Background: an optimization exercise with open tools, aiming at small area, a short achievable clock period and few clock cycles per item. Do not read the settings as production practice.
Function was checked by simulation only, so behaviour that the tests miss may differ from the original.

== run A ==
## symcode_decoder
module symcode_decoder (
    input  wire        clk,
    input  wire        rst,
    input  wire        in_valid,
    output wire        in_ready,
    input  wire [71:0] in_beat,
    output wire        out_valid,
    input  wire        out_ready,
    output wire [63:0] out_data,
    output wire [3:0]  out_status
);
Size in the first run: roughly 3600 cells after synthesis, ~960 flip-flops, roughly 150 I/O pins, about 0.036 mm² of cells after synthesis.
clock: 10.0 ns
lec_check: 0
abc_area: 1
cap_margin: 20
core_margin: 2
core_utilization: 40
setup_slack_margin: 5
slew_margin: 20
standard.sh (not shown) runs the stock make flow with config.mk's settings and CLKGATE_MAP_FILE= SYNTH_SCRIPT=/design/flow/synth_recipe.tcl, a recipe that flattens the netlist after the stock synthesis.
==> flow/flow/run.sh <==
#!/bin/bash
set -uo pipefail
MARGIN=${MARGIN:-6.7}
sed "s/SETUP_SLACK_MARGIN=[0-9.]*/SETUP_SLACK_MARGIN=$MARGIN/" standard.sh > standard_margin.sh
grep -q "SETUP_SLACK_MARGIN=$MARGIN" standard_margin.sh || sed -i "s/make -C/make SETUP_SLACK_MARGIN=$MARGIN -C/" standard_margin.sh
bash standard_margin.sh > standard.log 2>&1
Run A completed end to end with timing, DRC and antenna clean.
Testbench counts of run A, summed over its fixed seeds: cycles 12,888, bursts 1,600.
> inputs changed (run A -> run B)
--- a/flow/design.v
+++ b/flow/design.v
@@ -361,25 +361,26 @@
     assign lin_d[27] = ring0[59] ^ lx97 ^ lx114 ^ lx151 ^ lx152 ^ lx155;
     assign lin_d[28] = ring0[37] ^ ring0[49] ^ ring0[60] ^ lx73 ^ lx85 ^ lx93 ^ lx116 ^ lx152;
     assign lin_d[29] = ring0[8] ^ ring0[50] ^ lx83 ^ lx107 ^ lx116 ^ lx125 ^ lx128 ^ lx156;
     assign lin_d[30] = ring0[9] ^ ring0[28] ^ ring0[62] ^ lx69 ^ lx92 ^ lx101 ^ lx108 ^ lx140 ^ lx151 ^ lx153;
     assign lin_d[31] = ring0[3] ^ ring0[21] ^ ring0[24] ^ ring0[29] ^ ring0[41] ^ ring0[63] ^ lx64 ^ lx69 ^ lx110 ^ lx118 ^ lx127 ^ lx137;
     genvar i, l;
     generate
         for (i = 0; i < 4; i = i + 1) begin : g_syn
             wire [7:0] td = lin_d[8*i +: 8];
             localparam [7:0] W0 = alpha_pow((i * (255 - 25)) % 255);
-            localparam [7:0] B1 = alpha_pow((i * 7) % 255);
-            localparam [7:0] B2 = alpha_pow((i * 14) % 255);
-            wire [7:0] y0 = gf_mul(cb_q, W0);
-            wire [7:0] y1 = nb_g[0] ? gf_mul(y0, B1) : y0;
-            wire [7:0] cw = nb_g[1] ? gf_mul(y1, B2) : y1;
+            localparam [7:0] W1 = alpha_pow((i * (255 - 18)) % 255);
+            localparam [7:0] W2 = alpha_pow((i * (255 - 11)) % 255);
+            localparam [7:0] W3 = alpha_pow((i * (255 - 4)) % 255);
+            wire [7:0] cw = (nb_g == 2'd0) ? gf_mul(cb_q, W0) :
+                            (nb_g == 2'd1) ? gf_mul(cb_q, W1) :
+                            (nb_g == 2'd2) ? gf_mul(cb_q, W2) : gf_mul(cb_q, W3);
             localparam [7:0] A8 = alpha_pow((8 * i) % 255);
             wire [7:0] fb = (nb_g == 2'd0) ? 8'h00 : gf_mul(acc_sel[8*i +: 8], A8);
             assign acc_nxt[8*i +: 8] = fb ^ cw ^ td;
         end
     endgenerate
     always @(posedge clk) begin
         if (nb) begin
             acc_a <= acc_b;
             acc_b <= acc_nxt;
         end
==> comparison <==
Run B reports a lower minimum clock period than run A does.
Diff run A and run B: pre-CTS setup slack higher in run B
Status | run A and run B | clean
Looking at post-synthesis to final-layout area growth across run A and run B, the one that comes out higher is run A.
On run B: setup slack is 120 ps higher than what run A gave.
Worst stage delay on the critical path in run B is 70 ps below run A.
Total length of routed wires in run B vs run A: up 6.8%
Of run A and run B, the lower period utilization belongs to run B.
Testbench counts of run B, summed over its fixed seeds: cycles 12,888, bursts 1,600.

[separate check: timing with driven ports]
In the flow no input, the clock included, has a driving cell. The finished layouts below were timed again as built, in two steps. Step 1, drivers: a clkbuf_16 drives clk and a buf_2 each remaining input, both assumed. Step 2 also shifts input and output timing later by t, the mid clock arrival at the registers, as if the neighbouring blocks saw the same clock. a / b / c = no drivers / after step 1 / after step 2; a / b = the first two.
run	shift t [ns]	slack for setup (ns)	hold slack, ns	pins driven straight from the clock port
run A	0.719	6.604 / 6.533 / 6.130	0.276 / 0.276 / 0.276	1
run B	0.720	6.725 / 6.659 / 6.147	0.300 / 0.300 / 0.300	1
After both steps every run listed still meets setup and hold. The setup slack of run B, which loses most, moves by -0.066 ns with the drivers and by -0.578 ns with both steps.
